Source: an optimization exercise on an open RTL-to-GDS flow (aim: small area, a short achievable clock period and few clock cycles). Production flows keep margins and buffers that such runs may drop. RTL that was checked went through simulation tests only; none was proved equivalent to the original. The RTL of runs 1 to 3 was laid out without a check of its function. No activity file was given, so power comes from the tool's default toggle rates.

--- design/flow/flow/run.sh ---
#!/bin/bash
set -euo pipefail
bash standard.sh SETUP_SLACK_MARGIN=42 finish > flow_make.log 2>&1
--- design/flow/standard.sh ---
#!/bin/bash
# synth_recipe.tcl (not shown) runs the flow's synth.tcl, then flattens the netlist and writes it again
# the make line also repeats each setting of config.mk as NAME=value (left out here)
make -C /OpenROAD-flow-scripts/flow DESIGN_CONFIG=/design/flow/config.mk WORK_HOME=/design/flow/orfs CLKGATE_MAP_FILE= SYNTH_SCRIPT=/design/flow/synth_recipe.tcl "${@:-finish}"
--- design/flow/config.mk ---
export PLATFORM = sky130hd
export DESIGN_NAME = lens_array
export DESIGN_NICKNAME = lens_array
export VERILOG_FILES = /design/flow/design.v
export SDC_FILE = /design/flow/constraint.sdc
export NUM_CORES = 4
export LEC_CHECK = 0
export ABC_AREA = 1
export CAP_MARGIN = 20
export CORE_MARGIN = 2
export CORE_UTILIZATION = 60
export SLEW_MARGIN = 20
--- design/flow/constraint.sdc ---
create_clock -name core_clock -period 55.0 [get_ports {clk}]
set_input_delay 11.0000 -clock core_clock [delete_from_list [all_inputs] [get_ports {clk}]]
set_output_delay 11.0000 -clock core_clock [all_outputs]
set_load 0.01 [all_outputs]
--- design/flow/design.v ---
module lens_array (
    input  wire         clk,
    input  wire         rst,
    input  wire         s_valid,
    output wire         s_ready,
    input  wire [63:0]  s_key,       
    input  wire [4:0]   s_klen,      
    input  wire [3:0]   s_first,     
    input  wire [3:0]   s_last,      
    input  wire [3:0]   s_ver,       
    input  wire [3:0]   s_oldest,    
    input  wire [19:0]  s_miss,      
    output reg          r_valid,
    output reg          r_hit,
    output reg  [19:0]  r_ptr,
    output reg  [3:0]   r_row,
    output reg  [15:0]  r_prio,
    input  wire         w_valid,
    output wire         w_ready,
    input  wire [1:0]   w_op,        
    input  wire [3:0]   w_row,
    input  wire [3:0]   w_staged,    
    input  wire [255:0] w_cells,     
    input  wire [15:0]  w_prio,
    input  wire [17:0]  w_result,
    input  wire [3:0]   w_birth,
    input  wire [3:0]   w_death,
    input  wire         w_born,
    input  wire         w_dying,
    output reg          wr_valid,
    output reg  [2:0]   wr_code      
);
    localparam ROWS  = 16;
    localparam CELLS = 16;
    localparam PW    = 290;          
    localparam PSTEP = 4;            
    localparam OP_WRITE  = 2'd0;
    localparam OP_DEATH  = 2'd1;
    localparam OP_REVIVE = 2'd2;
    localparam OP_CLEAR  = 2'd3;
    localparam RC_DONE     = 3'd0;
    localparam RC_OCCUPIED = 3'd1;
    localparam RC_FORMAT   = 3'd2;
    localparam RC_VERSION  = 3'd3;
    localparam RC_STATE    = 3'd4;
    reg [3:0] ph;
    always @(posedge clk) begin
        if (rst) ph <= 4'd0;
        else     ph <= ph + 4'd1;
    end
    wire [3:0] ph1 = ph + 4'd1;
    reg         sv;
    reg [63:0]  sk;
    reg [4:0]   skl;
    reg [3:0]   sf, sl, sver, sold;
    reg [19:0]  smiss;
    reg         wbusy;       
    reg         wv;          
    reg [1:0]   wop;
    reg [3:0]   wrow, wstg;
    reg [PW-1:0] wpay;
    reg [3:0]   wbir, wdea;
    reg         wbn, wdy;
    assign s_ready = 1'b1;
    assign w_ready = ~wbusy;
    wire w_fire = w_valid & ~wbusy;
    always @(posedge clk) begin
        sv <= s_valid & ~rst;
        sk <= s_key; skl <= s_klen; sf <= s_first; sl <= s_last;
        sver <= s_ver; sold <= s_oldest; smiss <= s_miss;
    end
    always @(posedge clk) begin
        wv <= w_fire & ~rst;
        if (!wbusy) begin
            wop <= w_op; wrow <= w_row; wstg <= w_staged;
            wpay <= {w_result, w_prio, w_cells};
            wbir <= w_birth; wdea <= w_death; wbn <= w_born; wdy <= w_dying;
        end
    end
    reg [ROWS-1:0] valid, dying, born;
    reg [3:0]      birth [0:ROWS-1];
    reg [3:0]      death [0:ROWS-1];
    reg [2:0] w_code;
    always @(*) begin
        w_code = RC_DONE;
        case (wop)
            OP_WRITE: begin
                if (valid[wrow])                  w_code = RC_OCCUPIED;
                else if (wdy)                     w_code = RC_FORMAT;
                else if (wbn && wbir != wstg)     w_code = RC_VERSION;
            end
            OP_DEATH: begin
                if (!valid[wrow] || dying[wrow])  w_code = RC_STATE;
                else if (wdea != wstg)            w_code = RC_VERSION;
            end
            OP_REVIVE: begin
                if (!valid[wrow] || !dying[wrow] || death[wrow] != wstg)
                                                  w_code = RC_STATE;
            end
            default: w_code = RC_DONE;
        endcase
    end
    wire w_do = wv && w_code == RC_DONE;
    always @(posedge clk) begin
        if (rst) begin
            valid <= {ROWS{1'b0}};
        end else if (w_do) begin
            case (wop)
                OP_WRITE: begin
                    birth[wrow] <= wbir;
                    born[wrow]  <= wbn;
                    dying[wrow] <= 1'b0;
                    valid[wrow] <= 1'b1;
                end
                OP_DEATH: begin
                    dying[wrow] <= 1'b1;
                    death[wrow] <= wdea;
                end
                OP_REVIVE: begin
                    dying[wrow] <= 1'b0;
                end
                OP_CLEAR: begin
                    valid[wrow] <= 1'b0;
                end
                default: ;
            endcase
        end
    end
    always @(posedge clk) begin
        if (rst) begin
            wr_valid <= 1'b0;
        end else begin
            wr_valid <= wv;
        end
        wr_code <= w_code;
    end
    reg        pend;         
    wire [3:0] land_slot = wrow - ph1;
    wire       landable  = land_slot[1:0] == 2'd0;
    wire       w_new     = w_do && wop == OP_WRITE;
    wire       need      = pend | w_new;
    wire       land      = need & landable;
    wire       pend_nx   = need & ~landable;
    wire [3:0] nslot_in  = w_row - ph1 - 4'd1;
    wire [3:0] nslot_hd  = wrow - ph1 - 4'd1;
    always @(posedge clk) begin
        if (rst) begin
            pend  <= 1'b0;
            wbusy <= 1'b0;
        end else begin
            pend  <= pend_nx;
            wbusy <= pend_nx ? (nslot_hd[1:0] != 2'd0)
                             : (w_fire && w_op == OP_WRITE && nslot_in[1:0] != 2'd0);
        end
    end
    reg [PW-1:0] ring [0:ROWS-1];
    integer k;
    always @(posedge clk) begin
        for (k = 0; k < ROWS; k = k + 1) begin
            if (k % PSTEP == 0 && land && land_slot == k)
                ring[k] <= wpay;
            else
                ring[k] <= ring[(k + 1) % ROWS];
        end
    end
    wire [3:0] rel_v = sver - sold;
    reg [ROWS-1:0] lbase;
    reg [3:0] rel_b, rel_d;
    integer r;
    always @(*) begin
        for (r = 0; r < ROWS; r = r + 1) begin
            rel_b = birth[r] - sold;
            rel_d = death[r] - sold;
            lbase[r] = valid[r] && r >= sf && r <= sl &&
                       (!born[r] || rel_b[3] || rel_b <= rel_v) &&
                       (!dying[r] || (!rel_d[3] && rel_v < rel_d));
        end
    end
    wire [ROWS-1:0] lring = lbase & ~({{(ROWS-1){1'b0}}, pend} << wrow);
    wire [2*ROWS-1:0] lring2 = {lring, lring} >> ph;
    wire [ROWS-1:0] pmask = lring2[ROWS-1:0];
    reg [15:0] kd [0:CELLS-1];
    reg [CELLS-1:0] ign;
    integer c;
    always @(*) begin
        for (c = 0; c < CELLS; c = c + 1) begin
            kd[c]  = 16'd1 << sk[63-4*c -: 4];
            ign[c] = c >= skl;
        end
    end
    function cmatch;
        input [255:0] cl;
        integer i;
        begin
            cmatch = 1'b1;
            for (i = 0; i < CELLS; i = i + 1)
                if (!ign[i] && (cl[16*i +: 16] & kd[i]) == 16'd0)
                    cmatch = 1'b0;
        end
    endfunction
    function gt20;
        input [19:0] a, b;
        reg [19:0] g, e;
        reg [9:0]  g1, e1;
        reg [4:0]  g2, e2;
        reg [2:0]  g3, e3;
        reg [1:0]  g4, e4;
        integer i;
        begin
            g = a & ~b; e = ~(a ^ b);
            for (i = 0; i < 10; i = i + 1) begin
                g1[i] = g[2*i+1] | (e[2*i+1] & g[2*i]); e1[i] = e[2*i+1] & e[2*i];
            end
            for (i = 0; i < 5; i = i + 1) begin
                g2[i] = g1[2*i+1] | (e1[2*i+1] & g1[2*i]); e2[i] = e1[2*i+1] & e1[2*i];
            end
            g3[0] = g2[1] | (e2[1] & g2[0]); e3[0] = e2[1] & e2[0];
            g3[1] = g2[3] | (e2[3] & g2[2]); e3[1] = e2[3] & e2[2];
            g3[2] = g2[4]; e3[2] = e2[4];
            g4[0] = g3[1] | (e3[1] & g3[0]); e4[0] = e3[1] & e3[0];
            gt20 = g3[2] | (e3[2] & g4[0]);
        end
    endfunction
    reg        t_hit  [0:30];
    reg [15:0] t_prio [0:30];
    reg [3:0]  t_row  [0:30];
    reg [17:0] t_res  [0:30];
    reg        gt;
    integer n;
    always @(*) begin
        for (n = 0; n < 16; n = n + 1) begin
            t_hit[15+n]  = pmask[n] & cmatch(ring[n][255:0]);
            t_prio[15+n] = ring[n][271:256];
            t_res[15+n]  = ring[n][289:272];
            t_row[15+n]  = n[3:0] + ph;
        end
        for (n = 14; n >= 0; n = n - 1) begin
            gt = gt20({t_prio[2*n+2], ~t_row[2*n+2]}, {t_prio[2*n+1], ~t_row[2*n+1]});
            if (t_hit[2*n+2] && (!t_hit[2*n+1] || gt)) begin
                t_hit[n] = 1'b1; t_prio[n] = t_prio[2*n+2];
                t_row[n] = t_row[2*n+2]; t_res[n] = t_res[2*n+2];
            end else begin
                t_hit[n] = t_hit[2*n+1]; t_prio[n] = t_prio[2*n+1];
                t_row[n] = t_row[2*n+1]; t_res[n] = t_res[2*n+1];
            end
        end
    end
    wire        p_hit  = pend & lbase[wrow] & cmatch(wpay[255:0]);
    wire [15:0] p_prio = wpay[271:256];
    wire        p_win  = p_hit && (!t_hit[0] || gt20({p_prio, ~wrow}, {t_prio[0], ~t_row[0]}));
    wire        best_hit  = t_hit[0] | p_hit;
    wire [3:0]  best_row  = p_win ? wrow : t_row[0];
    wire [15:0] best_prio = p_win ? p_prio : t_prio[0];
    wire [17:0] best_res  = p_win ? wpay[289:272] : t_res[0];
    always @(posedge clk) begin
        if (rst) begin
            r_valid <= 1'b0;
        end else begin
            r_valid <= sv;
        end
        r_hit  <= best_hit;
        r_ptr  <= best_hit ? {2'b00, best_res} : smiss;
        r_row  <= best_hit ? best_row : 4'd0;
        r_prio <= best_hit ? best_prio : 16'd0;
    end
endmodule
==> results of run 1 <==
## routing by layer
metal  part of all wire [%]  vias up
met3                    8.3     1114
li1                       -    66532
met2                     44     5469
met1                     43    66757
met4                    4.9       18
met5                  0.021        -
## placed cells by master (no fill, tap or decap), drive strengths merged, types with 56 or more instances in the layout
cell type | Yosys | routed
a211oi | 56 | 56
a21oi | 379 | 379
a221oi | 61 | 61
buf | 327 | 151
clkbuf | 414 | 752
clkdlybuf4s50 | 0 | 456
clkinv | 21 | 165
dfxtp | 4819 | 4819
edfxtp | 470 | 470
ha | 523 | 523
inv | 1365 | 1380
mux2 | 81 | 81
nand2 | 6211 | 6221
nand3 | 1013 | 1013
nand4 | 740 | 740
nor2 | 1084 | 1084
nor3 | 108 | 108
o2111ai | 70 | 70
o211ai | 62 | 62
o21ai | 1633 | 1633
o22ai | 79 | 79
## sequential cells by signal (all words and copies together), names as in the netlist, 2 cells and up, named ones only
register and cells:
ring 4640, wpay 290, birth 64, death 64, sk 64, r_ptr 20, smiss 20, born 16
r_prio 16, skl 5, ph 4, r_row 4, sf 4, sl 4, sold 4, sver 4
wbir 4, wdea 4, wrow 4, wstg 4, wr_code 3, wop 2
## cells in the mapped netlist (all sizes together) (19+ instances only)
cell	n
nand2	6211
nor2	1084
dfxtp	4819
o211ai	62
fa	34
nor3	108
buf	327
inv	1365
a211oi	56
o22ai	79
o2111ai	70
nand4	740
o21ai	1633
a21oi	379
clkbuf	414
mux2i	27
mux2	81
a22oi	51
nor4	19
a221oi	61
clkinv	21
nand3	1013
edfxtp	470
xnor2	41
o21bai	29
a22o	53
xor2	47
ha	523
## logic make-up (layout without fill, tap and decap cells)
group | Yosys count | in the layout | synth area share, %
buffers and inverters | 2130 | 2962 | 4.73
AND/OR/NAND/NOR | 9225 | 9235 | 21.3
AO/OA/AOI/OAI | 2550 | 2550 | 7.93
adder cells (fa/ha/maj) | 557 | 557 | 3.98
other | 1 | 22 | 0.00207
multiplexers | 108 | 108 | 0.652
flip-flops | 5289 | 5289 | 61.0
XOR/XNOR | 88 | 88 | 0.442
## cell type report
| class | count | area (sq um) |
|---|---|---|
| antenna | 21 | 52.6 |
| clock inverter | 203 | 2550 |
| fill | 24123 | 92700 |
| tap | 3958 | 4950 |
| inverter | 1386 | 5290 |
| timing repair buffer | 617 | 6090 |
| multi-input combinational | 12539 | 62800 |
| clock buffer | 751 | 15200 |
| timing repair inverter | 5 | 46.3 |
| sequential | 5289 | 111000 |
## worst reg2reg max path, delay by kind of cell, from the launching register on
kind,cells,cell delay [ns]
simple gates,39,6.79
compound gates,12,2.14
flops,1,0.45
fa+ha+maj,4,1.24
buf+inv,9,1.70
## how the worst min path moves through the flow
| stage | startpoint | endpoint | slack (ns) | cells after the start |
|---|---|---|---|---|
| after global placement | ring[14][278] | ring[13][278] | 0.33 | 0 |
| final | ring[8][159] | ring[7][159] | 0.33 | 0 |
| after CTS | ring[8][159] | ring[7][159] | 0.32 | 0 |
| after global routing | ring[0][155] | ring[15][155] | 0.32 | 0 |
| after floorplan | ring[11][15] | ring[10][15] | 0.32 | 0 |
| after detailed placement | ring[8][273] | ring[7][273] | 0.33 | 0 |
## power groups by stage
| stage | registers (mW) | logic, mW | clock network [mW] |
|---|---|---|---|
| 3_3_place_gp | 4.44 | 0.611 | 0 |
| 2_1_floorplan | 4.38 | 0.366 | 0 |
| 3_5_place_dp | 4.44 | 0.620 | 0 |
| 5_1_grt | 4.40 | 0.708 | 3.80 |
| 6_report | 4.37 | 0.648 | 3.62 |
| 4_1_cts | 4.37 | 0.632 | 3.65 |
## what timing repair did
| action | in CTS | in global routing |
|---|---|---|
| pin swaps | 4 | 5 |
| gates cloned | 6 | 10 |
| setup buffers | 17 | 9 |
| setup endpoints to repair | 51 | 38 |
| gates resized for setup | 91 | 126 |
==> summary.txt, run 1 <==
Worst setup path
  – Max incr delay on CP: 0.55 ns
  – Critical Path Start: r_prio[10]
  – Worst Setup EP: r_prio[10]
  – Worst EP arrival: 1.94 ns
  – Crit-path cells: clkdlybuf4s50_1
  – Slowest cell on the critical path: clkdlybuf4s50_1
  – Kind of critical path: reg -> out
  – Critical path buffer and inverter count: 1
  – Crit start category: flip-flop
  – Top delay family on crit path: buffers and inverters
  – Worst flop-to-flop path endpoint: r_prio[14]
  – Worst r2r path cells: 64
  – Worst r2r src: sk[31]
  – Flop-to-flop setup slack: 42.54 ns
  – Crit path capture type: output pin
  – Cell count along the critical path: 1
  – Crit path required time: 44.00 ns
  – Crit-path max FO: 1

Yosys
  – Mean post-synth cell area: 9.09 sq um
  – Area leader, netlist: dfxtp_1
  – Post-synth ARST share: 0%
  – Post-synth top flop: dfxtp_1
  – Cells after Synth: 19948
  – Number of distinct library cells after synthesis: 76
  – Post-synthesis sequential area ratio: 61.0%
  – Ys Warns: 7
  – Cell Area, Synth: 181000 sq um
  – #FFs+latches synth: 5289
  – Synth Net Count: 20924
  – Dominant cells by area after synthesis: dfxtp_1 53%, nand2_1 13%, edfxtp_1 7.8%, o21ai_0 4.5%, ha_1 3.6%
  – Top-area cell type share of the netlist area: 53.2%
  – EDFF count, synth: 470

CTS
  – Clk pin slew, worst setup/hold paths: 0.07 ns
  – Root Driver: clkbuf_16
  – Hold-fix buffers at CTS: 0
  – CTS max path bufs: 4
  – # H-tree levels: 6
  – Worst-skew pair later-pin latency: 1.06 ns
  – Total CTS buffers: 524
  – CTS tree: done
  – Sink Count: 5289

Global route
  – Initial antenna violation count: 36
  – Total track usage: 35.3%
  – Number of global-route vias before repair: 131610
  – GR met1 Demand/Resource: 48.9%
  – M3 GR Usage: 6.23%
  – Top Usage Layer GRT: met2
  – Wire length of the first global-routing pass: 820000 um
  – Grt met2 use: 54.3%
  – Largest net degree at the start of global routing: 220
  – Grt total ovfl: 0

Drt
  – DRC violations left: 0
  – Initial DRT Pass Iterations: 9
  – Vias/cell: 5.65
  – DR vias: 139890
  – Post-route ant nets: 0
  – WL/cell: 22.5 um
  – Initial DRC count: 15372
  – WL final: 558000 um

STA
  – RSZ-0062 raised after global routing: false
  – Period utilization: 23.5%
  – Setup TNS: 0 ns
  – Final Critical Period: 12.94 ns
  – Worst-margin pin slew: 1.33 ns
  – Setup violations, final: 0
  – WHS: 0.325 ns
  – Final Skew: 0.0850 ns
  – Max Fclk: 77.3 MHz
  – Slew Viols, Final: 0
  – Worst setup margin: 42.06 ns
  – Slew margin rel.: 11.6%
  – Hold Vio Cnt, Final: 0

Pwr
  – Pwr Density: 41.7 nW/um^2
  – Clock Power Share: 41.9%
  – Net Switching: 2.17 mW
  – Internal power: 6.47 mW
  – LEAKAGE: 85.7 nW
  – Power, Total: 8.65 mW
  – Comb pwr share: 7.5%
  – Worst VDD drop: 37.5 uV
  – Reg power frac: 50.6%
  – Sw frac: 25.2%

Placement
  – RePlAce Congestion: 0.974
  – IO buf count: 465
  – HPWL after DPL: 401000 um
  – Inst Count DP: 23752
  – Placed standard-cell area: 189000 sq um
  – Setup Slack @ Placement: 38.45 ns

Worst hold path
  – Hold Crit Class: reg -> reg

Finish
  – Area delta synth->final: 14.5%
  – Post-route design area: 208000 sq um
  – Fin cells: 24769
  – Final nets: 21338
  – Post-layout util: 69.1%
  – Layout cell share with drive strength beyond 1: 6.59%

Flow run
  – Max cap viols: 0

Outcome
  – Outcome: complete, no violations

Floorplan
  – Die area: 307000 sq um
  – Io pins: 467
  – Initial core utilization: 60.4%
  – Die Y: 554 um
  – Die W: 554 um
  – Core area: 300000 sq um
  – Site row count: 201
==> inputs of run 2 (changes only) <==
==> design/flow/flow/run.sh (replaced) <==
#!/bin/bash
# The standard ORFS layout, with three changes to how it is made:
#  - synthesis is the standard script, except that ABC maps the logic with
#    flow/abc_area_nf.script (an area-oriented &nf mapping); registers are
#    mapped by the same dfflibmap step as before, so they are unchanged;
#  - ports are buffered with buf_2 instead of the default delay buffer;
#  - repair_timing keeps a wide setup margin, so that it sizes paths for a
#    short achieved period (the clock stays at the design's period).
# Each tool's full output stays in orfs/logs/; make's own output goes to
# flow_make.log here.
set -euo pipefail
W=$PWD
# synthesis core: ORFS's synth.tcl with the ABC script swapped
sed 's#^source $::env(SCRIPTS_DIR)/synth_preamble.tcl$#&\nset abc_args [lreplace $abc_args 1 1 '"$W"'/flow/abc_area_nf.script]#' \
    "$FLOW_HOME/scripts/synth.tcl" > "$W/flow_synth_core.tcl"
grep -q abc_area_nf "$W/flow_synth_core.tcl"
sed 's#source $::env(SCRIPTS_DIR)/synth.tcl#source '"$W"'/flow_synth_core.tcl#' \
    "$W/synth_recipe.tcl" > "$W/flow_synth.tcl"
grep -q flow_synth_core "$W/flow_synth.tcl"
bash standard.sh SYNTH_SCRIPT="$W/flow_synth.tcl" \
    BUFFER_PORTS_ARGS="-buffer_cell sky130_fd_sc_hd__buf_2" \
    SETUP_SLACK_MARGIN=42 finish > "$W/flow_make.log" 2>&1
==> design/flow/flow/abc_area_nf.script (new file) <==
&get -n
&st
&dch -f
&nf -R 1000
&put
topo
--- a/design/flow/config.mk
+++ b/design/flow/config.mk
@@ -6,7 +6,8 @@
 export NUM_CORES = 4
 export LEC_CHECK = 0
-export ABC_AREA = 1
 export CAP_MARGIN = 20
 export CORE_MARGIN = 2
 export CORE_UTILIZATION = 60
+export CTS_CLUSTER_DIAMETER = 100
+export CTS_CLUSTER_SIZE = 30
 export SLEW_MARGIN = 20
==> summary.txt, run 2 <==
Outcome
  – Outcome: complete, no violations

Worst setup path
  – Worst flop-to-flop path endpoint: r_ptr[9]
  – Worst r2r src: sk[56]
  – Max incr delay on CP: 0.55 ns (about the same)
  – Top delay family on crit path: compound AO/OA/AOI/OAI gates
  – Worst EP arrival: 14.76 ns (+12.82 ns)
  – Crit path required time: 55.86 ns (+11.86 ns)
  – Kind of critical path: reg -> reg
  – Crit start category: flip-flop
  – Flop-to-flop setup slack: 41.10 ns (-1.44 ns)
  – Cell count along the critical path: 69 (+68)
  – Critical path buffer and inverter count: 13 (+12)
  – Slowest cell on the critical path: nor4_4
  – Crit path capture type: flip-flop
  – Worst r2r path cells: 69 (+7.8%)
  – Crit-path max FO: 12 (+11)

Pwr
  – Worst VDD drop: 35.8 uV (-4.5%)
  – LEAKAGE: 76.1 nW (-11%)
  – Pwr Density: 35.7 nW/um^2 (-14%)

Flow run
  – Max cap viols: 0 (unchanged)

Yosys
  – Top-area cell type share of the netlist area: 57.1% (+3.9 points)
  – EDFF count, synth: 470 (unchanged)
  – Cell Area, Synth: 169000 sq um (-6.9%)
  – Ys Warns: 7 (unchanged)
  – Mean post-synth cell area: 13.4 sq um (+47%)
  – Post-synth ARST share: 0% (unchanged)
  – Top-count cell post-synth: dfxtp_1
  – Number of distinct library cells after synthesis: 63 (-17%)
  – Post-synthesis sequential area ratio: 65.5% (+4.5 points)
  – Post-synth top flop: dfxtp_1
  – Synth Net Count: 13593 (-35%)
  – Cells after Synth: 12617 (-37%)
  – Top post-synthesis cells by count: 4819 x dfxtp_1, 1273 x mux2_1, 932 x a222oi_1
  – Area leader, netlist: dfxtp_1
  – #FFs+latches synth: 5289 (unchanged)
  – Dominant cells by area after synthesis: dfxtp_1 57%, mux2_1 8.5%, edfxtp_1 8.4%, a222oi_1 5.5%, ha_1 3.9%

STA
  – Setup violations, final: 0 (unchanged)
  – Hold Vio Cnt, Final: 0 (unchanged)
  – Max Fclk: 72.0 MHz (-6.9%)
  – Slew Viols, Final: 0 (unchanged)
  – Setup TNS: 0 ns (unchanged)
  – Period utilization: 25.3% (+1.7 points)
  – Worst-margin pin slew: 1.22 ns (-0.105 ns)
  – Slew margin rel.: 18.7% (+7.0 points)
  – Final Critical Period: 13.90 ns (+0.961 ns)
  – Final Skew: 0.0687 ns (-0.0163 ns)
  – RSZ-0062 raised after global routing: true

CTS
  – # H-tree levels: 4 (-2)
  – Total CTS buffers: 205 (-61%)
  – Clk pin slew, worst setup/hold paths: 0.11 ns (+0.04 ns)
  – Worst-skew pair later-pin latency: 0.97 ns (-0.09 ns)
  – CTS max path bufs: 4 (unchanged)
  – CTS tree: done
  – Sink Count: 5289 (unchanged)
  – Hold-fix buffers at CTS: 0 (unchanged)
  – Root Driver: clkbuf_16

Finish
  – Commonest cells after routing, fill and taps aside: 4785 x dfxtp_1, 1262 x mux2_1, 932 x a222oi_1, 651 x nand2_1, 470 x edfxtp_1
  – Post-layout util: 69.2% (+0.096 points)
  – Layout cell share with drive strength beyond 1: 14.9% (+8.3 points)
  – Largest reg by FF count: ring
  – Most common cell after layout, fill and taps aside: dfxtp_1
  – Top Registers: ring: 4640 flops, wpay: 290 flops
  – Area delta synth->final: 14.6%
  – Max reg flops: 4640 (unchanged)
  – Final nets: 14836 (-30%)

Drt
  – WL/cell: 29.1 um (+29%)
  – Vias/cell: 6.50 (+15%)
  – WL final: 516000 um (-7.6%)
  – Initial DRT Pass Iterations: 13 (+4)
  – DR vias: 115219 (-18%)
  – DRC violations left: 0 (unchanged)
  – Post-route ant nets: 0 (unchanged)
  – Initial DRC count: 16353 (+6.4%)

Placement
  – HPWL after DPL: 352000 um (-12%)
  – IO buf count: 465 (unchanged)
  – RePlAce Congestion: 0.962 (-1.2%)

Floorplan
  – Io pins: 467 (unchanged)
  – Die W: 535 um (-3.5%)
  – Site row count: 194 (-3.5%)
  – Core area: 280000 sq um (-6.9%)
  – Die Y: 535 um (-3.5%)
  – Die area: 286000 sq um (-6.8%)
  – Initial core utilization: 60.4% (about the same)

Worst hold path
  – Hold_sp: ring[0][231]
  – Hold Crit Class: reg -> reg
  – Worst Hold Depth: 0 (unchanged)
  – Hold EP: ring[15][231]

Global route
  – Number of global-route vias before repair: 112618 (-14%)
  – Largest net degree at the start of global routing: 139 (-37%)
  – Initial antenna violation count: 51 (+42%)
  – Wire length of the first global-routing pass: 741000 um (-9.7%)
  – Total track usage: 34.3% (-0.95 points)
  – Grt total ovfl: 0 (unchanged)
run 2: changes by cell type after synthesis, moves of 439 or more:
cell      before   now
a222oi_1       0   932
nand4_1      739   300
o21ai_0     1627   304
nand3_1     1005   164
inv_1       1332     0
mux2_1         0  1273
nand2_1     6187   678
nor2_1       962   461
run 2: timing repair:
action | CTS | global route
buffers inserted | 146 | 91
pin swaps | 111 | 121
resized for setup | 654 | 409
endpoints found under the setup margin | 39 | 38
gates cloned | 48 | 14
run 2: final cells by class:
type	instances	area, sq um
clock inverters	22	272
multi-input cells	6983	62300
well taps	3724	4660
repair inverters	4	53.8
diodes	29	72.6
repair buffers	1028	8480
fillers	19893	86100
clock buffers	302	5610
inverters	349	1440
flip-flops and latches	5289	111000
run 2: per-layer routing:
layer  global-route usage, %  up-vias  share of wire, %
met1                    46.9    57592                41
li1                        -    51271                 -
met2                    54.7     5298                46
met3                    4.81     1032               7.6
met5                       0        -             0.035
met4                    14.9       26               5.0
run 2: worst max-delay path by stage:
stage / from / endpoint / slack (ns)
2_1_floorplan: sold[1] / r_row[0] / 40.46
3_3_place_gp: sk[60] / r_ptr[5] / 33.42
3_5_place_dp: sk[60] / r_ptr[9] / 33.92
4_1_cts: skl[4] / r_ptr[12] / 41.52
5_1_grt: sk[63] / r_ptr[9] / 40.98
6_report: sk[56] / r_ptr[9] / 41.10
run 2: cells by family after synthesis:
| group | share of synthesized area [%] |
|---|---|
| XOR/XNOR | 0.711 |
| adder cells (fa/ha/maj) | 4.28 |
| buffers and inverters | 0.780 |
| flip-flops | 65.5 |
| AO/OA/AOI/OAI | 12.0 |
| AND/OR/NAND/NOR | 6.33 |
| multiplexers | 10.4 |
| other | 0.00222 |
run 2: where the power goes:
group | internal [mW] | leakage [nW] | switching [mW]
registers | 4.19 | 43.7 | 0.223
logic | 0.241 | 29.5 | 0.356
clock network | 0.726 | 2.84 | 1.16
run 2: metrics by stage:
stage / worst slack (ns) / hold WS [ns] / instance area [sq um] / total power, mW / cells
6_report: 41.10 / 0.332 / 194000 / 6.90 / 17730
4_1_cts: 41.52 / 0.334 / 191000 / 6.86 / 17596
5_1_grt: 40.98 / 0.337 / 194000 / 7.12 / 17719
2_1_floorplan: 40.46 / 0.324 / 169000 / 4.71 / 12617
3_3_place_gp: 33.42 / 0.327 / 179000 / 4.97 / 17074
3_5_place_dp: 33.92 / 0.333 / 179000 / 4.99 / 17078
==> inputs of run 3 (changes only) <==
--- a/design/flow/design.v
+++ b/design/flow/design.v
@@ -56,4 +56,5 @@
     reg [19:0]  smiss;
     reg         wbusy;       
+    reg         wrdy;        
     reg         wv;          
     reg [1:0]   wop;
@@ -63,5 +64,5 @@
     reg         wbn, wdy;
     assign s_ready = 1'b1;
-    assign w_ready = ~wbusy;
+    assign w_ready = wrdy;
     wire w_fire = w_valid & ~wbusy;
     always @(posedge clk) begin
@@ -142,14 +143,19 @@
     wire       land      = need & landable;
     wire       pend_nx   = need & ~landable;
+    wire       w_fails   = w_dying || (w_born && w_birth != w_staged) ||
+                           (valid[w_row] && !(wv && wop == OP_CLEAR && wrow == w_row));
     wire [3:0] nslot_in  = w_row - ph1 - 4'd1;
     wire [3:0] nslot_hd  = wrow - ph1 - 4'd1;
+    wire busy_nx = pend_nx ? (nslot_hd[1:0] != 2'd0)
+                           : (w_fire && w_op == OP_WRITE && !w_fails && nslot_in[1:0] != 2'd0);
     always @(posedge clk) begin
         if (rst) begin
             pend  <= 1'b0;
             wbusy <= 1'b0;
+            wrdy  <= 1'b1;
         end else begin
             pend  <= pend_nx;
-            wbusy <= pend_nx ? (nslot_hd[1:0] != 2'd0)
-                             : (w_fire && w_op == OP_WRITE && nslot_in[1:0] != 2'd0);
+            wbusy <= busy_nx;
+            wrdy  <= ~busy_nx;
         end
     end
@@ -191,12 +197,13 @@
     function cmatch;
         input [255:0] cl;
+        reg   [CELLS-1:0] ok;
         integer i;
         begin
-            cmatch = 1'b1;
             for (i = 0; i < CELLS; i = i + 1)
-                if (!ign[i] && (cl[16*i +: 16] & kd[i]) == 16'd0)
-                    cmatch = 1'b0;
+                ok[i] = ign[i] | (|(cl[16*i +: 16] & kd[i]));
+            cmatch = &ok;
         end
     endfunction
+    integer n;
     function gt20;
         input [19:0] a, b;
@@ -208,5 +215,5 @@
         integer i;
         begin
-            g = a & ~b; e = ~(a ^ b);
+            g = a & ~b; e = a | ~b;
             for (i = 0; i < 10; i = i + 1) begin
                 g1[i] = g[2*i+1] | (e[2*i+1] & g[2*i]); e1[i] = e[2*i+1] & e[2*i];
@@ -222,15 +229,30 @@
         end
     endfunction
+    reg  [ROWS-1:0] m1;
+    always @(*) begin
+        for (n = 0; n < ROWS; n = n + 1)
+            m1[n] = pmask[n] & cmatch(ring[n][255:0]);
+    end
+    wire p1 = pend & lbase[wrow] & cmatch(wpay[255:0]);
+    wire [ROWS-1:0] land1 = {{(ROWS-1){1'b0}}, p1 & land} << land_slot;
+    reg             sv2;
+    reg  [19:0]     smiss2;
+    reg  [ROWS-1:0] mv;
+    reg             pv;
+    always @(posedge clk) begin
+        if (rst) sv2 <= 1'b0;
+        else     sv2 <= sv;
+        smiss2 <= smiss;
+        mv     <= {m1[0], m1[ROWS-1:1]} | land1;
+        pv     <= p1 & ~land;
+    end
     reg        t_hit  [0:30];
     reg [15:0] t_prio [0:30];
     reg [3:0]  t_row  [0:30];
-    reg [17:0] t_res  [0:30];
     reg        gt;
-    integer n;
     always @(*) begin
         for (n = 0; n < 16; n = n + 1) begin
-            t_hit[15+n]  = pmask[n] & cmatch(ring[n][255:0]);
+            t_hit[15+n]  = mv[n];
             t_prio[15+n] = ring[n][271:256];
-            t_res[15+n]  = ring[n][289:272];
             t_row[15+n]  = n[3:0] + ph;
         end
@@ -238,27 +260,25 @@
             gt = gt20({t_prio[2*n+2], ~t_row[2*n+2]}, {t_prio[2*n+1], ~t_row[2*n+1]});
             if (t_hit[2*n+2] && (!t_hit[2*n+1] || gt)) begin
-                t_hit[n] = 1'b1; t_prio[n] = t_prio[2*n+2];
-                t_row[n] = t_row[2*n+2]; t_res[n] = t_res[2*n+2];
+                t_hit[n] = 1'b1; t_prio[n] = t_prio[2*n+2]; t_row[n] = t_row[2*n+2];
             end else begin
-                t_hit[n] = t_hit[2*n+1]; t_prio[n] = t_prio[2*n+1];
-                t_row[n] = t_row[2*n+1]; t_res[n] = t_res[2*n+1];
-            end
-        end
-    end
-    wire        p_hit  = pend & lbase[wrow] & cmatch(wpay[255:0]);
+                t_hit[n] = t_hit[2*n+1]; t_prio[n] = t_prio[2*n+1]; t_row[n] = t_row[2*n+1];
+            end
+        end
+    end
     wire [15:0] p_prio = wpay[271:256];
-    wire        p_win  = p_hit && (!t_hit[0] || gt20({p_prio, ~wrow}, {t_prio[0], ~t_row[0]}));
-    wire        best_hit  = t_hit[0] | p_hit;
+    wire        p_win  = pv && (!t_hit[0] || gt20({p_prio, ~wrow}, {t_prio[0], ~t_row[0]}));
+    wire        best_hit  = t_hit[0] | pv;
     wire [3:0]  best_row  = p_win ? wrow : t_row[0];
     wire [15:0] best_prio = p_win ? p_prio : t_prio[0];
-    wire [17:0] best_res  = p_win ? wpay[289:272] : t_res[0];
+    wire [3:0]  t_slot    = t_row[0] - ph;
+    wire [17:0] best_res  = p_win ? wpay[289:272] : ring[t_slot][289:272];
     always @(posedge clk) begin
         if (rst) begin
             r_valid <= 1'b0;
         end else begin
-            r_valid <= sv;
+            r_valid <= sv2;
         end
         r_hit  <= best_hit;
-        r_ptr  <= best_hit ? {2'b00, best_res} : smiss;
+        r_ptr  <= best_hit ? {2'b00, best_res} : smiss2;
         r_row  <= best_hit ? best_row : 4'd0;
         r_prio <= best_hit ? best_prio : 16'd0;
--- a/design/flow/flow/run.sh
+++ b/design/flow/flow/run.sh
@@ -2,6 +2,8 @@
 # The standard ORFS layout, with three changes to how it is made:
 #  - synthesis is the standard script, except that ABC maps the logic with
-#    flow/abc_area_nf.script (an area-oriented &nf mapping); registers are
-#    mapped by the same dfflibmap step as before, so they are unchanged;
+#    flow/abc_area_nf.script (an area-oriented &nf mapping) and adders and
+#    comparators are left to ABC instead of being mapped to half/full adder
+#    cells; registers are mapped by the same dfflibmap step as before, so
+#    they are unchanged;
 #  - ports are buffered with buf_2 instead of the default delay buffer;
 #  - repair_timing keeps a wide setup margin, so that it sizes paths for a
@@ -20,3 +22,3 @@
 bash standard.sh SYNTH_SCRIPT="$W/flow_synth.tcl" \
     BUFFER_PORTS_ARGS="-buffer_cell sky130_fd_sc_hd__buf_2" \
-    SETUP_SLACK_MARGIN=42 finish > "$W/flow_make.log" 2>&1
+    ADDER_MAP_FILE= SETUP_SLACK_MARGIN=42 finish > "$W/flow_make.log" 2>&1
==> design/flow/flow/abc_area_nf.script (replaced) <==
&get -n
&st
&dch -f
&nf -R 1000
&put
&get -n
&st
&dch -f
&nf -R 1000
&put
topo
==> summary.txt, run 3 <==
CTS
  – Total CTS buffers: 203 (-0.98%)
  – Sink Count: 5328 (+0.74%)
  – CTS max path bufs: 4 (unchanged)
  – # H-tree levels: 4 (unchanged)
  – Clk pin slew, worst setup/hold paths: 0.11 ns (about the same)
  – Root Driver: clkbuf_16
  – CTS tree: done
  – Worst-skew pair later-pin latency: 0.96 ns (about the same)

Floorplan
  – Core area: 268000 sq um (-4.0%)
  – Die area: 274000 sq um (-3.9%)
  – Io pins: 467 (unchanged)
  – Die W: 524 um (-2.0%)
  – Die Y: 524 um (-2.0%)
  – Initial core utilization: 60.4% (about the same)
  – Site row count: 190 (-2.1%)

STA
  – Period utilization: 23.1% (-2.2 points)
  – Final Skew: 0.0593 ns (-0.00934 ns)
  – RSZ-0062 raised after global routing: false
  – Hold Vio Cnt, Final: 0 (unchanged)
  – Final Critical Period: 12.70 ns (-1.19 ns)
  – Setup TNS: 0 ns (unchanged)
  – Slew margin rel.: 13.9% (-4.7 points)
  – Worst setup margin: 42.30 ns (+1.19 ns)
  – Setup violations, final: 0 (unchanged)
  – Worst-margin pin slew: 1.26 ns (+0.0380 ns)
  – Max Fclk: 78.7 MHz (+9.4%)
  – Slew Viols, Final: 0 (unchanged)

Drt
  – Post-route ant nets: 0 (unchanged)
  – Met3 routed WL: 43000 um (+10%)
  – WL/cell: 30.1 um (+3.5%)
  – Top Metal Used: met5
  – Metal2 WL: 227000 um (-4.2%)
  – DR vias: 110975 (-3.7%)
  – Initial DRT Pass Iterations: 14 (+1)
  – WL final: 506000 um (-1.9%)
  – M1 WL: 210000 um (-1.6%)
  – Vias/cell: 6.60 (+1.6%)
  – Initial DRC count: 16635 (+1.7%)
  – DRC violations left: 0 (unchanged)

Finish
  – Most common cell after layout, fill and taps aside: dfxtp_1
  – Post-layout util: 66.7% (-2.5 points)
  – Max reg flops: 4640 (unchanged)
  – Largest reg by FF count: ring
  – Area delta synth->final: 10.4%
  – Final nets: 13542 (-8.7%)
  – Fin cells: 16809 (-5.2%)
  – Post-route design area: 179000 sq um (-7.5%)
  – Layout cell share with drive strength beyond 1: 9.73% (-5.2 points)
  – Top Registers: ring: 4640 flops, wpay: 290 flops
  – Commonest cells after routing, fill and taps aside: 4850 x dfxtp_1, 1149 x mux2_1, 1027 x a222oi_1, 575 x nor2_1, 567 x nand2_1

Global route
  – Initial antenna violation count: 47 (-7.8%)
  – Number of global-route vias before repair: 106347 (-5.6%)
  – Total track usage: 35.5% (+1.2 points)
  – Grt total ovfl: 0 (unchanged)
  – Wire length of the first global-routing pass: 725000 um (-2.2%)
  – Largest net degree at the start of global routing: 139 (unchanged)

Yosys
  – Area leader, netlist: dfxtp_1
  – Dominant cells by area after synthesis: dfxtp_1 60%, edfxtp_1 8.7%, mux2_1 8.0%, a222oi_1 6.3%, a22oi_1 1.8%
  – Cell Area, Synth: 162000 sq um (-4.0%)
  – Top-count cell post-synth: dfxtp_1
  – Post-synthesis sequential area ratio: 68.7% (+3.2 points)
  – Ys Warns: 6 (-1)
  – Synth Net Count: 12472 (-8.2%)
  – EDFF count, synth: 470 (unchanged)
  – Post-synth ARST share: 0% (unchanged)
  – Mean post-synth cell area: 13.5 sq um (+0.52%)
  – Post-synth top flop: dfxtp_1
  – Number of distinct library cells after synthesis: 69 (+9.5%)
  – Cells after Synth: 12053 (-4.5%)
  – #FFs+latches synth: 5328 (+0.74%)
  – Top-area cell type share of the netlist area: 60.0% (+2.8 points)
  – Top post-synthesis cells by count: 4858 x dfxtp_1, 1149 x mux2_1, 1027 x a222oi_1

Worst setup path
  – Top delay family on crit path: simple AND/OR/NAND/NOR gates
  – Max incr delay on CP: 0.76 ns (+0.21 ns)
  – Worst flop-to-flop path endpoint: r_ptr[5]
  – Slowest cell on the critical path: nand3_1
  – Worst Setup EP: death[1][0]
  – Worst EP arrival: 13.28 ns (-1.48 ns)
  – Crit start category: input pin
  – Worst r2r src: ph[2]
  – Critical path buffer and inverter count: 1 (-12)
  – Critical Path Start: rst
  – Cell count along the critical path: 4 (-94%)
  – Crit path required time: 55.58 ns (-0.28 ns)
  – Worst r2r path cells: 67 (-2.9%)
  – Flop-to-flop setup slack: 42.92 ns (+1.82 ns)
  – Crit-path cells: buf_2 > nor4bb_1 > nand3_1 > nor2_1
  – Crit-path max FO: 28 (+16)
  – Kind of critical path: in -> reg
  – Crit path capture type: flip-flop

Placement
  – HPWL after DPL: 364000 um (+3.5%)
  – IO buf count: 465 (unchanged)
  – RePlAce Congestion: 0.961 (about the same)
  – Setup Slack @ Placement: 40.70 ns (+6.78 ns)
  – Placed standard-cell area: 173000 sq um (-3.7%)
  – Inst Count DP: 16453 (-3.7%)

Outcome
  – Outcome: complete, no violations

Pwr
  – Pwr Density: 38.4 nW/um^2 (+7.6%)
  – LEAKAGE: 68.4 nW (-10%)
  – Worst VDD drop: 34.1 uV (-4.8%)

Worst hold path
  – Hold_sp: ring[3][106]
  – Hold Crit Class: reg -> reg

Flow run
  – Max cap viols: 0 (unchanged)
[run 3: cell types whose count changed after synthesis, sizes merged, moves of 90 or more]
cell and change:
xnor2 +91, nor2 +117, mux2i -176, a222oi +95, maj3 +90, a22oi +99
ha -523, mux2 -124, nand2 -109, a21oi -90, clkinv -144
[run 3: cell families after synthesis]
| family | count (synthesis) | synth area share [%] |
|---|---|---|
| simple gates | 2080 | 6.19 |
| xor+xnor | 257 | 1.39 |
| fa+ha+maj | 90 | 0.556 |
| flops | 5328 | 68.7 |
| buf+inv | 207 | 0.481 |
| other cells | 1 | 0.00231 |
| mux | 1272 | 8.89 |
| compound gates | 2818 | 13.8 |
[run 3: cell type report]
cell class | instances | area [sq um]
multi-input combinational | 6519 | 51000
clock inverter | 18 | 226
antenna | 36 | 90.1
inverter | 205 | 781
fill | 19832 | 89400
clock buffer | 285 | 5520
timing repair buffer | 866 | 5550
tap | 3552 | 4440
sequential | 5328 | 111000
[run 3: where the power goes]
group	leakage [nW]	internal (mW)	switching (mW)	total, mW
registers	44.1	4.26	0.247	4.50
logic	21.5	0.183	0.307	0.490
clock network	2.78	0.715	1.16	1.87
total	68.4	5.16	1.71	6.87
[run 3: timing repair]
action | 4_1_cts | 5_1_grt
buffers inserted | 3 | 10
hold buffers | 0 | 0
setup endpoints to repair | 38 | 38
cloned | 0 | 4
pin swaps | 2 | 5
resized for setup | 14 | 42
[run 3: worst min-delay path by stage]
stage / to / slack, ns / cells past startpoint
6_report: ring[2][106] / 0.33 / 0
3_3_place_gp: smiss2[16] / 0.31 / 0
4_1_cts: ring[2][106] / 0.32 / 0
3_5_place_dp: smiss2[14] / 0.31 / 0
2_1_floorplan: smiss2[0] / 0.31 / 0
5_1_grt: ring[7][127] / 0.34 / 0
[run 3: worst register-to-register path, delay by kind of cell, from the launching register on]
kind / cells / cell delay, ns
multiplexers: 2 / 0.42
flip-flops: 1 / 0.38
XOR/XNOR: 1 / 0.14
AND/OR/NAND/NOR: 15 / 2.37
buffers and inverters: 8 / 1.59
AO/OA/AOI/OAI: 40 / 7.02
adder cells (fa/ha/maj): 1 / 0.18
[run 3: stage by stage]
stage,hold slack (ns),power [mW]
finish,0.326,6.87
global route,0.343,7.07
CTS,0.317,6.86
detailed placement,0.313,5.05
global placement,0.310,5.04
floorplan,0.310,4.75
[run 3: per-layer routing]
metal,vias to the layer above,global-route usage [%]
met1,55534,49.3
met2,5445,55.3
met5,-,0
li1,49092,-
met3,874,5.51
met4,30,15.5
==> inputs of run 4 (changes only) <==
--- a/design/flow/design.v
+++ b/design/flow/design.v
@@ -79,7 +79,7 @@
         end
     end
-    reg [ROWS-1:0] valid, dying, born;
-    reg [3:0]      birth [0:ROWS-1];
-    reg [3:0]      death [0:ROWS-1];
+    integer r;
+    reg [ROWS-1:0]   valid, dying, born;
+    reg [4*ROWS-1:0] birth, death;       
     reg [2:0] w_code;
     always @(*) begin
@@ -96,5 +96,5 @@
             end
             OP_REVIVE: begin
-                if (!valid[wrow] || !dying[wrow] || death[wrow] != wstg)
+                if (!valid[wrow] || !dying[wrow] || death[4*wrow +: 4] != wstg)
                                                   w_code = RC_STATE;
             end
@@ -103,28 +103,38 @@
     end
     wire w_do = wv && w_code == RC_DONE;
-    always @(posedge clk) begin
-        if (rst) begin
-            valid <= {ROWS{1'b0}};
-        end else if (w_do) begin
-            case (wop)
-                OP_WRITE: begin
-                    birth[wrow] <= wbir;
-                    born[wrow]  <= wbn;
-                    dying[wrow] <= 1'b0;
-                    valid[wrow] <= 1'b1;
-                end
-                OP_DEATH: begin
-                    dying[wrow] <= 1'b1;
-                    death[wrow] <= wdea;
-                end
-                OP_REVIVE: begin
-                    dying[wrow] <= 1'b0;
-                end
-                OP_CLEAR: begin
-                    valid[wrow] <= 1'b0;
-                end
-                default: ;
-            endcase
-        end
+    wire [ROWS-1:0] wsel = w_do ? ({{(ROWS-1){1'b0}}, 1'b1} << wrow) : {ROWS{1'b0}};
+    reg  [ROWS-1:0]   valid_nx, dying_nx, born_nx;
+    reg  [4*ROWS-1:0] birth_nx, death_nx;
+    always @(*) begin
+        for (r = 0; r < ROWS; r = r + 1) begin
+            valid_nx[r]       = valid[r];
+            dying_nx[r]       = dying[r];
+            born_nx[r]        = born[r];
+            birth_nx[4*r +: 4] = birth[4*r +: 4];
+            death_nx[4*r +: 4] = death[4*r +: 4];
+            if (wsel[r]) begin
+                case (wop)
+                    OP_WRITE: begin
+                        valid_nx[r]        = 1'b1;
+                        dying_nx[r]        = 1'b0;
+                        born_nx[r]         = wbn;
+                        birth_nx[4*r +: 4] = wbir;
+                    end
+                    OP_DEATH: begin
+                        dying_nx[r]        = 1'b1;
+                        death_nx[4*r +: 4] = wdea;
+                    end
+                    OP_REVIVE: dying_nx[r] = 1'b0;
+                    default:   valid_nx[r] = 1'b0;
+                endcase
+            end
+        end
+    end
+    always @(posedge clk) begin
+        valid <= rst ? {ROWS{1'b0}} : valid_nx;
+        dying <= dying_nx;
+        born  <= born_nx;
+        birth <= birth_nx;
+        death <= death_nx;
     end
     always @(posedge clk) begin
@@ -173,9 +183,8 @@
     reg [ROWS-1:0] lbase;
     reg [3:0] rel_b, rel_d;
-    integer r;
     always @(*) begin
         for (r = 0; r < ROWS; r = r + 1) begin
-            rel_b = birth[r] - sold;
-            rel_d = death[r] - sold;
+            rel_b = birth[4*r +: 4] - sold;
+            rel_d = death[4*r +: 4] - sold;
             lbase[r] = valid[r] && r >= sf && r <= sl &&
                        (!born[r] || rel_b[3] || rel_b <= rel_v) &&
@@ -229,4 +238,10 @@
         end
     endfunction
+    function gt17;
+        input [16:0] a, b;
+        begin
+            gt17 = gt20({a, 3'b000}, {b, 3'b000});
+        end
+    endfunction
     reg  [ROWS-1:0] m1;
     always @(*) begin
@@ -249,28 +264,34 @@
     reg        t_hit  [0:30];
     reg [15:0] t_prio [0:30];
-    reg [3:0]  t_row  [0:30];
+    reg        t_wrap [0:30];
+    reg [3:0]  t_slot [0:30];
+    reg [4:0]  ksum;
     reg        gt;
     always @(*) begin
         for (n = 0; n < 16; n = n + 1) begin
+            ksum         = n + ph;
             t_hit[15+n]  = mv[n];
             t_prio[15+n] = ring[n][271:256];
-            t_row[15+n]  = n[3:0] + ph;
+            t_wrap[15+n] = ksum[4];
+            t_slot[15+n] = n[3:0];
         end
         for (n = 14; n >= 0; n = n - 1) begin
-            gt = gt20({t_prio[2*n+2], ~t_row[2*n+2]}, {t_prio[2*n+1], ~t_row[2*n+1]});
+            gt = gt17({t_prio[2*n+2], t_wrap[2*n+2]}, {t_prio[2*n+1], t_wrap[2*n+1]});
             if (t_hit[2*n+2] && (!t_hit[2*n+1] || gt)) begin
-                t_hit[n] = 1'b1; t_prio[n] = t_prio[2*n+2]; t_row[n] = t_row[2*n+2];
+                t_hit[n] = 1'b1; t_prio[n] = t_prio[2*n+2];
+                t_wrap[n] = t_wrap[2*n+2]; t_slot[n] = t_slot[2*n+2];
             end else begin
-                t_hit[n] = t_hit[2*n+1]; t_prio[n] = t_prio[2*n+1]; t_row[n] = t_row[2*n+1];
-            end
-        end
-    end
+                t_hit[n] = t_hit[2*n+1]; t_prio[n] = t_prio[2*n+1];
+                t_wrap[n] = t_wrap[2*n+1]; t_slot[n] = t_slot[2*n+1];
+            end
+        end
+    end
+    wire [3:0]  t_row  = t_slot[0] + ph;
     wire [15:0] p_prio = wpay[271:256];
-    wire        p_win  = pv && (!t_hit[0] || gt20({p_prio, ~wrow}, {t_prio[0], ~t_row[0]}));
+    wire        p_win  = pv && (!t_hit[0] || gt20({p_prio, ~wrow}, {t_prio[0], ~t_row}));
     wire        best_hit  = t_hit[0] | pv;
-    wire [3:0]  best_row  = p_win ? wrow : t_row[0];
+    wire [3:0]  best_row  = p_win ? wrow : t_row;
     wire [15:0] best_prio = p_win ? p_prio : t_prio[0];
-    wire [3:0]  t_slot    = t_row[0] - ph;
-    wire [17:0] best_res  = p_win ? wpay[289:272] : ring[t_slot][289:272];
+    wire [17:0] best_res  = p_win ? wpay[289:272] : ring[t_slot[0]][289:272];
     always @(posedge clk) begin
         if (rst) begin
--- a/design/flow/flow/run.sh
+++ b/design/flow/flow/run.sh
@@ -22,3 +22,3 @@
 bash standard.sh SYNTH_SCRIPT="$W/flow_synth.tcl" \
     BUFFER_PORTS_ARGS="-buffer_cell sky130_fd_sc_hd__buf_2" \
-    ADDER_MAP_FILE= SETUP_SLACK_MARGIN=42 finish > "$W/flow_make.log" 2>&1
+    ADDER_MAP_FILE= SETUP_SLACK_MARGIN=43 finish > "$W/flow_make.log" 2>&1
==> summary.txt, run 4 <==
Pwr
  – Net Switching: 1.56 mW (-8.9%)
  – Power, Total: 6.55 mW (-4.7%)
  – Sw frac: 23.9% (-1.1 points)
  – Pwr Density: 36.1 nW/um^2 (-5.8%)
  – Reg power frac: 65.2% (-0.4 points)
  – Internal power: 4.98 mW (-3.3%)
  – Comb pwr share: 6.1% (-1.0 points)
  – Worst VDD drop: 39.5 uV (+16%)
  – Clock Power Share: 28.7% (+1.4 points)
  – LEAKAGE: 68.6 nW (+0.36%)

STA
  – Final Skew: 0.0950 ns (+0.0356 ns)
  – RSZ-0062 raised after global routing: true
  – Setup TNS: 0 ns (unchanged)
  – Final Critical Period: 12.44 ns (-0.267 ns)
  – Slew Viols, Final: 0 (unchanged)
  – Setup violations, final: 0 (unchanged)
  – Max Fclk: 80.4 MHz (+2.1%)
  – Hold Vio Cnt, Final: 0 (unchanged)
  – Worst-margin pin slew: 1.28 ns (+0.0218 ns)
  – Period utilization: 22.6% (-0.49 points)
  – Slew margin rel.: 14.7% (+0.72 points)
  – WHS: 0.323 ns (-0.00297 ns)

Yosys
  – Number of distinct library cells after synthesis: 66 (-4.3%)
  – EDFF count, synth: 470 (unchanged)
  – Cell Area, Synth: 162000 sq um (-0.36%)
  – Cells after Synth: 12088 (+0.29%)
  – Top-count cell post-synth: dfxtp_1
  – Top-area cell type share of the netlist area: 60.1% (+0.17 points)
  – Post-synthesis sequential area ratio: 68.9% (+0.20 points)
  – Top post-synthesis cells by count: 4854 x dfxtp_1, 1105 x mux2_1, 1012 x a222oi_1
  – Area leader, netlist: dfxtp_1
  – Post-synth ARST share: 0% (unchanged)
  – Synth Net Count: 12507 (+0.28%)
  – Post-synth top flop: dfxtp_1
  – Dominant cells by area after synthesis: dfxtp_1 60%, edfxtp_1 8.7%, mux2_1 7.7%, a222oi_1 6.3%, a221oi_1 1.7%
  – #FFs+latches synth: 5324 (-0.075%)
  – Mean post-synth cell area: 13.4 sq um (-0.65%)
  – Ys Warns: 7 (+1)

Finish
  – Post-layout util: 67.6% (+0.93 points)
  – Final nets: 13664 (+0.90%)
  – Area delta synth->final: 12.1%
  – Commonest cells after routing, fill and taps aside: 4815 x dfxtp_1, 1104 x mux2_1, 1012 x a222oi_1, 585 x nand2_1, 553 x nor2_1
  – Most common cell after layout, fill and taps aside: dfxtp_1
  – Layout cell share with drive strength beyond 1: 12.0% (+2.2 points)
  – Max reg flops: 4640 (unchanged)
  – Top Registers: ring: 4640 flops, wpay: 290 flops
  – Largest reg by FF count: ring

Drt
  – Initial DRC count: 16223 (-2.5%)
  – Post-route ant nets: 0 (unchanged)
  – Vias/cell: 6.56 (-0.58%)
  – Initial DRT Pass Iterations: 13 (-1)
  – DR vias: 111153 (+0.16%)
  – WL/cell: 29.4 um (-2.3%)
  – WL final: 498000 um (-1.6%)
  – DRC violations left: 0 (unchanged)

Worst setup path
  – Crit path capture type: output pin
  – Top delay family on crit path: flip-flops
  – Critical path buffer and inverter count: 1 (unchanged)
  – Kind of critical path: reg -> out
  – Crit-path max FO: 1 (-96%)
  – Crit path required time: 44.00 ns (-11.58 ns)
  – Max incr delay on CP: 0.38 ns (-0.38 ns)
  – Worst EP arrival: 1.44 ns (-11.84 ns)
  – Crit start category: flip-flop
  – Slowest cell on the critical path: dfxtp_4
  – Crit-path cells: buf_6

Placement
  – HPWL after DPL: 350000 um (-3.9%)
  – RePlAce Congestion: 0.965 (+0.43%)
  – IO buf count: 465 (unchanged)

Floorplan
  – Site row count: 190 (unchanged)
  – Die Y: 523 um (-0.18%)
  – Die area: 273000 sq um (-0.36%)
  – Initial core utilization: 60.3% (-0.11 points)
  – Die W: 523 um (-0.18%)
  – Io pins: 467 (unchanged)
  – Core area: 268000 sq um (-0.18%)

CTS
  – CTS max path bufs: 4 (unchanged)
  – Clk pin slew, worst setup/hold paths: 0.11 ns (about the same)
  – Sink Count: 5324 (-0.075%)
  – # H-tree levels: 4 (unchanged)
  – Total CTS buffers: 203 (unchanged)
  – CTS tree: done
  – Worst-skew pair later-pin latency: 0.97 ns (about the same)
  – Root Driver: clkbuf_16
  – Hold-fix buffers at CTS: 0 (unchanged)

Flow run
  – Max cap viols: 0 (unchanged)

Global route
  – Initial antenna violation count: 64 (+36%)
  – Wire length of the first global-routing pass: 714000 um (-1.4%)
  – Number of global-route vias before repair: 106973 (+0.59%)
  – Grt total ovfl: 0 (unchanged)
  – Largest net degree at the start of global routing: 136 (-2.2%)
  – Total track usage: 34.9% (-0.63 points)

Outcome
  – Outcome: complete, no violations

Worst hold path
  – Hold Crit Class: reg -> reg
-- run 4: worst paths after layout --
kind                                    start  slack (ns)            end  cells past startpoint
worst max register to register          ph[0]       43.13       r_row[1]                     67
worst min register to register  ring[15][124]        0.32  ring[14][124]                      0
worst min-delay path            ring[15][124]        0.32  ring[14][124]                      0
worst max-delay path                r_ptr[10]       42.56      r_ptr[10]                      1
-- run 4: area by class of cell --
type | count | area, sq um
Sequential cell | 5324 | 111000
Inverter | 246 | 963
Tap cell | 3552 | 4440
Antenna cell | 29 | 72.6
Clock buffer | 297 | 5580
Clock inverter | 17 | 249
Multi-Input combinational cell | 6523 | 51700
Fill cell | 19582 | 86800
Timing Repair Buffer | 947 | 6800
-- run 4: through the flow --
step	std cells	instance area (sq um)	worst slack, ns
2_1_floorplan	12088	162000	42.46
3_3_place_gp	16466	172000	40.11
3_5_place_dp	16468	172000	40.05
4_1_cts	16852	179000	42.51
5_1_grt	16923	181000	42.53
6_report	16935	181000	42.56
-- run 4: power groups by stage --
| stage | Sequential (mW) | Clock [mW] | Combinational (mW) |
|---|---|---|---|
| final | 4.27 | 1.88 | 0.400 |
| after CTS | 4.26 | 1.90 | 0.382 |
| after detailed placement | 4.34 | 0 | 0.360 |
| after floorplan | 4.28 | 0 | 0.210 |
| after global routing | 4.28 | 2.02 | 0.425 |
| after global placement | 4.34 | 0 | 0.354 |
-- run 4: repair_timing --
action                                  CTS  global route
endpoints found under the setup margin   87            86
cloned                                   15            12
pin swaps                                50            84
buffers inserted                         55            42
gates resized for setup                 221           263
-- run 4: logic make-up (layout without fill, tap and decap cells) --
kind of cell | count (synthesis) | after routing | synth area share [%]
flops | 5324 | 5324 | 68.9
buf+inv | 248 | 1507 | 0.578
other cells | 1 | 30 | 0.00232
compound gates | 2808 | 2812 | 13.8
simple gates | 2160 | 2163 | 6.43
fa+ha+maj | 119 | 119 | 0.737
mux | 1195 | 1195 | 8.30
xor+xnor | 233 | 233 | 1.26
-- run 4: metal layers --
layer  part of all wire [%]  vias to the layer above  GRT usage (%)
met4                    5.1                       32           15.6
li1                       -                    49275              -
met3                    8.0                      854           4.57
met2                     45                     5374           54.5
met5                  0.044                        -              0
met1                     41                    55618           48.7
Testbench counts of run 4, summed over its fixed seeds: cycles 16,375.
==> inputs of run 5 (changes only) <==
--- a/design/flow/design.v
+++ b/design/flow/design.v
@@ -73,9 +73,8 @@
     always @(posedge clk) begin
         wv <= w_fire & ~rst;
-        if (!wbusy) begin
-            wop <= w_op; wrow <= w_row; wstg <= w_staged;
-            wpay <= {w_result, w_prio, w_cells};
-            wbir <= w_birth; wdea <= w_death; wbn <= w_born; wdy <= w_dying;
-        end
+        wop <= w_op; wstg <= w_staged;
+        wbir <= w_birth; wdea <= w_death; wbn <= w_born; wdy <= w_dying;
+        wrow <= ({4{wrdy}} & w_row) | ({4{wbusy}} & wrow);
+        wpay <= ({PW{wrdy}} & {w_result, w_prio, w_cells}) | ({PW{wbusy}} & wpay);
     end
     integer r;
@@ -153,10 +152,15 @@
     wire       land      = need & landable;
     wire       pend_nx   = need & ~landable;
-    wire       w_fails   = w_dying || (w_born && w_birth != w_staged) ||
-                           (valid[w_row] && !(wv && wop == OP_CLEAR && wrow == w_row));
-    wire [3:0] nslot_in  = w_row - ph1 - 4'd1;
-    wire [3:0] nslot_hd  = wrow - ph1 - 4'd1;
-    wire busy_nx = pend_nx ? (nslot_hd[1:0] != 2'd0)
-                           : (w_fire && w_op == OP_WRITE && !w_fails && nslot_in[1:0] != 2'd0);
+    wire       w_hit_row = w_do && wrow == w_row;
+    wire       v_after   = (w_hit_row && wop == OP_WRITE) ? 1'b1 :
+                           (w_hit_row && wop == OP_CLEAR) ? 1'b0 : valid[w_row];
+    wire       w_succ    = w_op == OP_WRITE && !w_dying &&
+                           (!w_born || w_birth == w_staged) && !v_after;
+    wire       need_nx   = pend_nx | (w_fire & w_succ);
+    wire [3:0] slot_nx   = (pend_nx ? wrow : w_row) - ph1 - 4'd1;
+    wire       busy_nx   = need_nx & (slot_nx[1:0] != 2'd0);
+    wire [ROWS/PSTEP-1:0] psel_nx = {{(ROWS/PSTEP-1){1'b0}}, need_nx & slot_nx[1:0] == 2'd0}
+                                    << slot_nx[3:2];
+    reg  [ROWS/PSTEP-1:0] psel, pkeep;
     always @(posedge clk) begin
         if (rst) begin
@@ -164,8 +168,12 @@
             wbusy <= 1'b0;
             wrdy  <= 1'b1;
+            psel  <= {(ROWS/PSTEP){1'b0}};
+            pkeep <= {(ROWS/PSTEP){1'b1}};
         end else begin
             pend  <= pend_nx;
             wbusy <= busy_nx;
             wrdy  <= ~busy_nx;
+            psel  <= psel_nx;
+            pkeep <= ~psel_nx;
         end
     end
@@ -174,6 +182,7 @@
     always @(posedge clk) begin
         for (k = 0; k < ROWS; k = k + 1) begin
-            if (k % PSTEP == 0 && land && land_slot == k)
-                ring[k] <= wpay;
+            if (k % PSTEP == 0)
+                ring[k] <= ({PW{psel[k/PSTEP]}} & wpay) |
+                           ({PW{pkeep[k/PSTEP]}} & ring[(k + 1) % ROWS]);
             else
                 ring[k] <= ring[(k + 1) % ROWS];
==> summary.txt, run 5 <==
Finish
  – Area delta synth->final: 12.3%
  – Layout cell share with drive strength beyond 1: 12.2% (+0.21 points)
  – Top Registers: ring: 4640 flops, wpay: 290 flops
  – FILL cells: 19578 (-0.020%)
  – Final nets: 13895 (+1.7%)
  – Multi-input gate area: 51400 sq um (-0.45%)
  – Max reg flops: 4640 (unchanged)
  – Reg area: 108000 sq um (-2.6%)
  – Most common cell after layout, fill and taps aside: dfxtp_1
  – Commonest cells after routing, fill and taps aside: 5124 x dfxtp_1, 1528 x a22o_1, 1017 x a222oi_1, 514 x nand2_1, 512 x nor2_1
  – Largest reg by FF count: ring

STA
  – Setup TNS: 0 ns (unchanged)
  – Period utilization: 22.9% (+0.26 points)
  – RSZ-0062 raised after global routing: true
  – Worst-margin pin slew: 1.29 ns (+0.00958 ns)
  – Max Fclk: 79.5 MHz (-1.1%)
  – Worst setup margin: 42.42 ns (-0.143 ns)
  – Slew Viols, Final: 0 (unchanged)
  – Slew margin rel.: 14.0% (-0.64 points)
  – Final Critical Period: 12.58 ns (+0.143 ns)
  – Setup violations, final: 0 (unchanged)
  – Hold Vio Cnt, Final: 0 (unchanged)
  – WHS: 0.316 ns (-0.00717 ns)
  – Final Skew: 0.0748 ns (-0.0202 ns)

CTS
  – CTS tree: done
  – Sink Count: 5332 (+0.15%)
  – # H-tree levels: 4 (unchanged)
  – CTS max path bufs: 4 (unchanged)
  – Worst-skew pair later-pin latency: 0.98 ns (about the same)
  – Clk pin slew, worst setup/hold paths: 0.11 ns (about the same)
  – Total CTS buffers: 203 (unchanged)
  – Root Driver: clkbuf_16

Yosys
  – Top-count cell post-synth: dfxtp_1
  – Dominant cells by area after synthesis: dfxtp_1 65%, a22o_1 8.4%, a222oi_1 6.4%, edfxtp_1 3.0%, a221oi_1 1.9%
  – Synth Net Count: 12704 (+1.6%)
  – Area leader, netlist: dfxtp_1
  – Post-synth ARST share: 0% (unchanged)
  – Cell Area, Synth: 158000 sq um (-2.0%)
  – Number of distinct library cells after synthesis: 65 (-1.5%)
  – EDFF count, synth: 160 (-66%)
  – Cells after Synth: 12285 (+1.6%)
  – Ys Warns: 7 (unchanged)
  – Top-area cell type share of the netlist area: 65.4% (+5.2 points)
  – Mean post-synth cell area: 12.9 sq um (-3.5%)
  – Post-synthesis sequential area ratio: 68.4% (-0.48 points)
  – Post-synth top flop: dfxtp_1
  – Top post-synthesis cells by count: 5172 x dfxtp_1, 1528 x a22o_1, 1017 x a222oi_1
  – #FFs+latches synth: 5332 (+0.15%)

Worst setup path
  – Max incr delay on CP: 0.49 ns (+0.11 ns)
  – Top delay family on crit path: flip-flops
  – Crit path required time: 44.00 ns (about the same)
  – Crit start category: flip-flop
  – Kind of critical path: reg -> out
  – Crit-path cells: buf_6
  – Worst EP arrival: 1.58 ns (+0.14 ns)
  – Crit-path max FO: 3 (+2)
  – Critical path buffer and inverter count: 1 (unchanged)
  – Crit path capture type: output pin
  – Slowest cell on the critical path: dfxtp_4

Global route
  – Total track usage: 38.1% (+3.3 points)
  – Number of global-route vias before repair: 112558 (+5.2%)
  – Grt total ovfl: 0 (unchanged)
  – Initial antenna violation count: 50 (-22%)
  – Largest net degree at the start of global routing: 145 (+6.6%)
  – Wire length of the first global-routing pass: 768000 um (+7.6%)

Placement
  – RePlAce Congestion: 0.983 (+1.8%)
  – IO buf count: 465 (unchanged)
  – Setup Slack @ Placement: 40.52 ns (+0.465 ns)
  – HPWL after DPL: 373000 um (+6.5%)

Pwr
  – Worst VDD drop: 37.6 uV (-4.9%)
  – LEAKAGE: 65.8 nW (-4.1%)
  – Pwr Density: 35.5 nW/um^2 (-1.6%)

Drt
  – Initial DRT Pass Iterations: 13 (unchanged)
  – Initial DRC count: 19609 (+21%)
  – DRC violations left: 0 (unchanged)
  – WL/cell: 31.8 um (+8.0%)
  – WL final: 541000 um (+8.6%)
  – Vias/cell: 6.99 (+6.5%)
  – DR vias: 119042 (+7.1%)
  – Post-route ant nets: 0 (unchanged)

Floorplan
  – Die W: 518 um (-0.98%)
  – Io pins: 467 (unchanged)
  – Site row count: 188 (-1.1%)
  – Die Y: 518 um (-0.98%)
  – Core area: 263000 sq um (-2.0%)
  – Die area: 268000 sq um (-1.9%)
  – Initial core utilization: 60.3% (about the same)

Outcome
  – Outcome: complete, no violations

Worst hold path
  – Hold Crit Class: reg -> reg

Flow run
  – Max cap viols: 0 (unchanged)
==> run 5: cell types whose count changed in the layout (fill, tap and decap cells not counted), moves of 21 or more <==
cell	delta
clkbuf_1	-78
nand2_1	-71
a221oi_1	+27
nand4_1	-30
edfxtp_1	-310
buf_4	+21
a21oi_1	-63
mux2_1	-1095
a22o_1	+1454
nor2_1	-41
nand3_1	-24
dfxtp_1	+309
==> run 5: stage by stage <==
| stage | total power, mW | cell area, sq um | instances | utilization [%] |
|---|---|---|---|---|
| 2_1_floorplan | 4.34 | 159000 | 12285 | - |
| 3_3_place_gp | 4.52 | 169000 | 16654 | 64.4 |
| 3_5_place_dp | 4.53 | 169000 | 16655 | 64.4 |
| 4_1_cts | 6.30 | 176000 | 16947 | 66.9 |
| 5_1_grt | 6.48 | 178000 | 17028 | 67.7 |
| 6_report | 6.32 | 178000 | 17035 | 67.7 |
==> run 5: cell families after synthesis <==
group / count (synthesis) / share of synthesized area, %
compound gates: 4242 / 22.2
xor+xnor: 247 / 1.37
fa+ha+maj: 112 / 0.708
buf+inv: 239 / 0.569
flops: 5332 / 68.4
mux: 77 / 0.533
other cells: 1 / 0.00237
simple gates: 2035 / 6.24
==> run 5: power breakdown <==
part / switching [mW] / internal [mW]
clock network: 1.15 / 0.693
registers: 0.131 / 4.01
logic: 0.204 / 0.129
total: 1.49 / 4.84
==> run 5: what timing repair did <==
item                       CTS  global route
pin swaps                   28           110
hold buffers                 0             0
resized for setup          124           322
setup buffers               46            53
setup endpoints to repair   93            93
cloned                      13            15
==> run 5: worst paths after layout <==
| kind | from | to | slack [ns] | cells after the start |
|---|---|---|---|---|
| max | wrdy | w_ready | 42.42 | 1 |
| min | ring[2][97] | ring[1][97] | 0.32 | 0 |
| max reg2reg | ph[0] | r_prio[11] | 42.99 | 71 |
| min reg2reg | ring[2][97] | ring[1][97] | 0.32 | 0 |
==> run 5: layout make-up <==
| class | count | area share, % |
|---|---|---|
| inverter | 237 | 0.503 |
| clock buffer | 217 | 2.95 |
| sequential | 5332 | 61.0 |
| multi-input combinational | 6723 | 28.9 |
| antenna | 16 | 0.0225 |
| timing repair buffer | 979 | 4.00 |
| tap | 3515 | 2.47 |
| clock inverter | 16 | 0.127 |
==> run 5: layer usage <==
metal	wire, um	part of all wire (%)	track usage (%)	up-vias
met1	216000	40	52.5	59439
met2	239000	44	58.4	7143
met4	27000	5.0	16.7	54
met5	355	0.066	0	-
met3	58300	11	7.63	1112
li1	-	-	-	51294
Testbench counts of run 5, summed over its fixed seeds: cycles 16,375.

Setup slack of run 5, layout unchanged: 42.419 ns with ideal ports, 42.305 ns with driving cells assumed (clock clkbuf_16, inputs buf_2), 41.996 ns with port delays also shifted by the 1.050 ns mid clock arrival.
